Background: an optimization exercise with open tools, aiming at small area. Do not read the settings as production practice. In this exercise RTL edits were held to simulation tests only and were not proved equivalent to the original. No activity file was given, so power comes from the tool's default toggle rates.

Design zmr8_fltch, start of the top module:
module zmr8_fltch (
    input  wire        clk,
    input  wire        rst,             
    input  wire [3:0]  pkt,             
    input  wire        pkt_ovr,         
    input  wire        clamp_i,         
    input  wire        sync,            
    input  wire [1:0]  cfg_preset,      
    input  wire [1:0]  cfg_rank,        
    input  wire [23:0] cfg_calg,        
    input  wire [23:0] cfg_calo,        
    input  wire [1:0]  cfg_then,        
    input  wire [1:0]  cfg_th0_mode,
    input  wire [23:0] cfg_th0_level,
    input  wire [15:0] cfg_th0_hyst,    
    input  wire [15:0] cfg_th0_dur,
    input  wire [1:0]  cfg_th1_mode,
    input  wire [23:0] cfg_th1_level,
    input  wire [15:0] cfg_th1_hyst,
    input  wire [15:0] cfg_th1_dur,
    output reg         out_valid,
    output reg  [23:0] out_value,
    output reg         out_ovr,
    output reg         out_disturb,
    output reg         out_settling,
    output reg         out_clamped,
    output wire [1:0]  th_active,
    output reg  [1:0]  th_rise,
    output reg  [1:0]  th_fall,
    output reg  [15:0] th0_count,
    output reg  [15:0] th1_count
);
clock: 20.0 ns
lec_check: 0
abc_area: 1
cap_margin: 20
core_margin: 2
core_utilization: 60
cts_buf_list: sky130_fd_sc_hd__clkbuf_4 sky130_fd_sc_hd__clkbuf_8
cts_cluster_size: 20
place_density: 0.72
slew_margin: 20
synth_hierarchical: 1
run.sh (not shown) runs the stock make flow with config.mk's settings and CLKGATE_MAP_FILE= SYNTH_SCRIPT=/design/flow/synth_recipe.tcl, a recipe that flattens the netlist after the stock synthesis.
Edit:
Settings changed: CORE_UTILIZATION 60 to 40, CTS_BUF_LIST sky130_fd_sc_hd__clkbuf_4 sky130_fd_sc_hd__clkbuf_8 to default, CTS_CLUSTER_SIZE 20 to default, PLACE_DENSITY 0.72 to default.
Design area grows slightly.
Maximum frequency grows slightly.
Routed wire length grows by a few percent.
Global-route usage shrinks by 9.2 points.
Die area grows by well over a third.
Area after synthesis stays the same.
Non-clock buffer count grows by 1.
Combinational power shrinks by a few percent.
Worst setup slack improves by 0.18 ns.

---

== try-xenon ==
zmr8_fltch, a different RTL version from the one above (not shown whole).
For scale: roughly 5300 cells after synthesis, roughly 250 I/O pins, ~0.053 sq mm of cells after synthesis.
==> flow/design.v (excerpt) <==
module zmr8_fltch (
    input  wire        clk,
    input  wire        rst,             
    input  wire [3:0]  pkt,             
    input  wire        pkt_ovr,         
    input  wire        clamp_i,         
    input  wire        sync,            
    input  wire [1:0]  cfg_preset,      
    input  wire [1:0]  cfg_rank,        
    input  wire [23:0] cfg_calg,        
    input  wire [23:0] cfg_calo,        
    input  wire [1:0]  cfg_then,        
    input  wire [1:0]  cfg_th0_mode,
    input  wire [23:0] cfg_th0_level,
    input  wire [15:0] cfg_th0_hyst,    
    input  wire [15:0] cfg_th0_dur,
    input  wire [1:0]  cfg_th1_mode,
    input  wire [23:0] cfg_th1_level,
    input  wire [15:0] cfg_th1_hyst,
    input  wire [15:0] cfg_th1_dur,
    output reg         out_valid,
    output reg  [23:0] out_value,
    output reg         out_ovr,
    output reg         out_disturb,
    output reg         out_settling,
    output reg         out_clamped,
    output wire [1:0]  th_active,
    output reg  [1:0]  th_rise,
    output reg  [1:0]  th_fall,
    output reg  [15:0] th0_count,
    output reg  [15:0] th1_count
);
clock: 20.0 ns
lec_check: 0
abc_area: 1
cap_margin: 20
core_margin: 2
core_utilization: 65
gpl_timing_driven: 0
place_density: 0.75
slew_margin: 20
synth_hierarchical: 1
standard.sh (not shown) runs the stock make flow with config.mk's settings and CLKGATE_MAP_FILE= SYNTH_SCRIPT=/design/flow/synth_recipe.tcl, a recipe that flattens the netlist after the stock synthesis.
==> flow/flow/run.sh <==
#!/bin/bash
# Layout: the standard flow (standard.sh, its synthesis unchanged), with
# two changes: the port buffers are the smallest buffer (buf_1), and clock
# tree synthesis uses large sink clusters on clkbuf_16 leaf buffers and
# inserts no dummy loads. The tools' output goes to standard.log and to the
# ORFS logs under orfs/logs.
export BUFFER_PORTS_ARGS="-buffer_cell sky130_fd_sc_hd__buf_1"
export CTS_ARGS="-sink_clustering_enable -repair_clock_nets -buf_list {sky130_fd_sc_hd__clkbuf_16} -sink_clustering_size 18 -sink_clustering_max_diameter 60 -dont_use_dummy_load"
bash standard.sh > standard.log 2>&1
No stage failed in try-xenon, and the final checks on the layout all came back clean.
Changes in try-onyx relative to try-xenon:
==> flow/run.sh (new file) <==
#!/bin/bash
# synth_recipe.tcl (not shown) runs the flow's synth.tcl, then flattens the netlist and writes it again
# the make line also repeats each setting of config.mk as NAME=value (left out here)
make -C /OpenROAD-flow-scripts/flow DESIGN_CONFIG=/design/flow/config.mk WORK_HOME=/design/flow/orfs CLKGATE_MAP_FILE= SYNTH_SCRIPT=/design/flow/synth_recipe.tcl finish
--- a/flow/config.mk
+++ b/flow/config.mk
@@ -8,8 +8,9 @@
 export ABC_AREA = 1
-export CAP_MARGIN = 20
+export CAP_MARGIN = 0
 export CORE_MARGIN = 2
-export CORE_UTILIZATION = 65
+export CORE_UTILIZATION = 40
+export CTS_BUF_LIST = sky130_fd_sc_hd__clkbuf_16
+export CTS_CLUSTER_SIZE = 30
 export GPL_TIMING_DRIVEN = 0
-export PLACE_DENSITY = 0.75
-export SLEW_MARGIN = 20
+export SLEW_MARGIN = 0
 export SYNTH_HIERARCHICAL = 1
removed: flow/flow/run.sh
removed: flow/standard.sh
- Taking try-xenon as the reference point, the worst-skew pair later-pin latency of try-onyx rises by 0.07 ns.
- Area of combinational cells with multiple inputs delta (try-xenon -> try-onyx): insignificant
- The more densely filled core belongs to try-xenon, not try-onyx.
- The higher non-filler instance count after layout of try-xenon and try-onyx is in try-onyx.
- Of try-xenon and try-onyx, try-xenon shows the lower met1 wire length, with try-onyx above it.
- The setup slack number comes out higher for try-xenon vs try-onyx.
- As far as total standard cell area after synthesis goes, try-onyx and try-xenon are indistinguishable; the numbers are identical.
- try-onyx ends up with higher clock period minus worst slack than try-xenon does.
- Note that the largest voltage drop on the vdd net recorded for try-xenon amounts to 1.7 times the value seen in try-onyx.
> inputs changed (try-onyx -> try-amber)
==> flow/flow/run.sh (new file) <==
#!/bin/bash
# Layout: the standard flow (standard.sh, its synthesis unchanged), with
# two changes: the port buffers are the smallest buffer (buf_1), and clock
# tree synthesis uses large sink clusters on clkbuf_16 leaf buffers and
# inserts no dummy loads. The tools' output goes to standard.log and to the
# ORFS logs under orfs/logs.
export BUFFER_PORTS_ARGS="-buffer_cell sky130_fd_sc_hd__buf_1"
export CTS_ARGS="-sink_clustering_enable -repair_clock_nets -buf_list {sky130_fd_sc_hd__clkbuf_16} -sink_clustering_size 25 -sink_clustering_max_diameter 80 -dont_use_dummy_load"
bash standard.sh > standard.log 2>&1
==> flow/standard.sh (new file) <==
#!/bin/bash
# synth_recipe.tcl (not shown) runs the flow's synth.tcl, then flattens the netlist and writes it again
# the make line also repeats each setting of config.mk as NAME=value (left out here)
make -C /OpenROAD-flow-scripts/flow DESIGN_CONFIG=/design/flow/config.mk WORK_HOME=/design/flow/orfs CLKGATE_MAP_FILE= SYNTH_SCRIPT=/design/flow/synth_recipe.tcl "${@:-finish}"
--- a/flow/config.mk
+++ b/flow/config.mk
@@ -8,9 +8,7 @@
 export ABC_AREA = 1
-export CAP_MARGIN = 0
+export CAP_MARGIN = 20
 export CORE_MARGIN = 2
-export CORE_UTILIZATION = 40
-export CTS_BUF_LIST = sky130_fd_sc_hd__clkbuf_16
-export CTS_CLUSTER_SIZE = 30
-export GPL_TIMING_DRIVEN = 0
-export SLEW_MARGIN = 0
+export CORE_UTILIZATION = 65
+export PLACE_DENSITY = 0.75
+export SLEW_MARGIN = 20
 export SYNTH_HIERARCHICAL = 1
removed: flow/run.sh
### Flow results
When try-amber is set beside try-onyx, its sequential fraction of total cell area turns out to be 4.4 points larger. Route | try-amber vs try-onyx | wire shorter in try-amber. Sequential power delta (try-onyx -> try-amber): insignificant. When try-amber is measured against try-onyx, its via density per instance turns out about 13% higher. Diff try-amber and try-onyx: total design power higher in try-onyx. Any difference in area of the mapped netlist between try-amber and try-onyx is small enough to ignore.
## Diff of input files: try-ember against try-amber
--- a/flow/config.mk
+++ b/flow/config.mk
@@ -11,2 +11,3 @@
 export CORE_UTILIZATION = 65
+export GPL_TIMING_DRIVEN = 0
 export PLACE_DENSITY = 0.75
==> comparison <==
- Summary — post-place instance area, try-ember relative to try-amber: higher, by about 1.8%.
- try-amber -> try-ember: first-pass GRT wire length increased by more than 10%
- [compare] base=try-amber new=try-ember: delay contributed by the slowest stage of the critical path fell by 0.09 ns; share of final layout cell area taken by clock buffers and inverters level; layout cell share with drive strength beyond 1 closely matched the old numbers; final routed wirelength across all metal layers has increased.
Modified inputs, try-delta compared to try-ember
--- a/flow/flow/run.sh
+++ b/flow/flow/run.sh
@@ -4,5 +4,7 @@
 # tree synthesis uses large sink clusters on clkbuf_16 leaf buffers and
-# inserts no dummy loads. The tools' output goes to standard.log and to the
+# inserts no dummy loads; the buffers synthesis left are removed at the
+# floorplan (placement is not timing-driven, which would remove them). The tools' output goes to standard.log and to the
 # ORFS logs under orfs/logs.
 export BUFFER_PORTS_ARGS="-buffer_cell sky130_fd_sc_hd__buf_1"
+export REMOVE_ABC_BUFFERS=1
 export CTS_ARGS="-sink_clustering_enable -repair_clock_nets -buf_list {sky130_fd_sc_hd__clkbuf_16} -sink_clustering_size 25 -sink_clustering_max_diameter 80 -dont_use_dummy_load"
Results
- Delta (try-delta minus try-ember): internal power went down by about 2%, final area saw a decrease, total DRC errors in the routed layout comparable, power share of the clock group picked up an extra 0.9 points.
- NOTE total routed wire length on the met1 layer try-ember->try-delta decreased by more than 10%
- Status: fraction of area in clock buffers and inverters parity (try-delta, try-ember)
- Placer's final routability congestion estimate, try-delta and try-ember: smaller value in try-delta
- Re number of combinational gates with multiple inputs: no difference whatsoever between try-delta and try-ember.
- STATUS sum of routed wire length over all layers: try-delta wins against try-ember

---

== red ==
zmr8_fltch, a different RTL version from the one above (not shown whole).
Size: roughly 250 I/O pins, about 53000 um2 of cells after synthesis.
export LEC_CHECK = 0
export ABC_AREA = 1
export CAP_MARGIN = 20
export CORE_MARGIN = 2
export CORE_UTILIZATION = 75
export PLACE_DENSITY = 0.85
export SLEW_MARGIN = 20
export SYNTH_HIERARCHICAL = 1
create_clock -name core_clock -period 20.0 [get_ports {clk}]
==> flow/flow/run.sh <==
#!/bin/bash
# Layout: the standard flow (standard.sh, its synthesis unchanged), with
# two changes: the port buffers are the smallest buffer (buf_1), and clock
# tree synthesis uses sink clusters of 14 on clkbuf_8 buffers and
# inserts no dummy loads. The tools' output goes to standard.log and to the
# ORFS logs under orfs/logs.
export BUFFER_PORTS_ARGS="-buffer_cell sky130_fd_sc_hd__buf_1"
export CTS_ARGS="-sink_clustering_enable -repair_clock_nets -buf_list {sky130_fd_sc_hd__clkbuf_8} -sink_clustering_size 14 -sink_clustering_max_diameter 60 -dont_use_dummy_load"
bash standard.sh > standard.log 2>&1
Changes in blue relative to red:
==> flow/flow/run.sh <==
#!/bin/bash
# Layout: the standard flow (standard.sh, its synthesis unchanged), with
# two changes: the port buffers are the smallest buffer (buf_1), and clock
# tree synthesis uses large sink clusters on clkbuf_16 leaf buffers and
# inserts no dummy loads. The tools' output goes to standard.log and to the
# ORFS logs under orfs/logs.
export BUFFER_PORTS_ARGS="-buffer_cell sky130_fd_sc_hd__buf_1"
export CTS_ARGS="-sink_clustering_enable -repair_clock_nets -buf_list {sky130_fd_sc_hd__clkbuf_16} -sink_clustering_size 28 -sink_clustering_max_diameter 80 -dont_use_dummy_load"
bash standard.sh > standard.log 2>&1
### Flow results
- blue: power about 1.3% above red
- Worst slew margin relative to its limit in blue is 0.71 points below red.
- Comparing red against blue, there is no change at all in die width.
- blue vs red — fmax dropped slightly
- Count of non-filler cells in the finished layout (blue vs. red) decreases slightly
- Time the worst path needs with I/O delays and setup: lower on red
- Status: cell area parity (red, blue)

-- port drivers added, routing unchanged --
In the flow no input, the clock included, has a driving cell. The finished layouts below were timed again as built, in two steps. Step 1 assumes that a clkbuf_16 drives the clock port and a buf_2 every other input. Step 2, shift: input delay + t, output delay - t, t = (earliest + latest rising clock arrival at the registers) / 2. This alone moves slack from input paths to output paths. a / b / c = ideal / step 1 / step 2; a / b = the first two.
run | shift t [ns] | setup slack, ns | latest minus earliest clock arrival (ns) | worst slew at a driven data input, ns | cell pins on the clock port's net
the first run of note 1 | 0.907 | 1.788 / 1.788 / 1.788 | 0.051 / 0.051 | 0.12 | 1
the second run of note 1 | 0.804 | 1.964 / 1.964 / 1.964 | 0.051 / 0.051 | 0.13 | 1
try-xenon | 0.707 | 1.659 / 1.659 / 1.659 | 0.104 / 0.105 | 0.10 | 1
try-onyx | 0.812 | 1.393 / 1.393 / 1.393 | 0.047 / 0.046 | 0.09 | 1
try-amber | 0.703 | 1.810 / 1.810 / 1.810 | 0.073 / 0.073 | 0.10 | 1
try-ember | 0.699 | 1.655 / 1.655 / 1.655 | 0.060 / 0.060 | 0.11 | 1
try-delta | 0.708 | 1.220 / 1.220 / 1.220 | 0.061 / 0.061 | 0.13 | 1
red | 0.778 | 2.081 / 2.081 / 2.081 | 0.091 / 0.092 | 0.12 | 1
blue | 0.701 | 1.937 / 1.937 / 1.937 | 0.081 / 0.081 | 0.13 | 1
After both steps setup and hold are still met in every run listed.
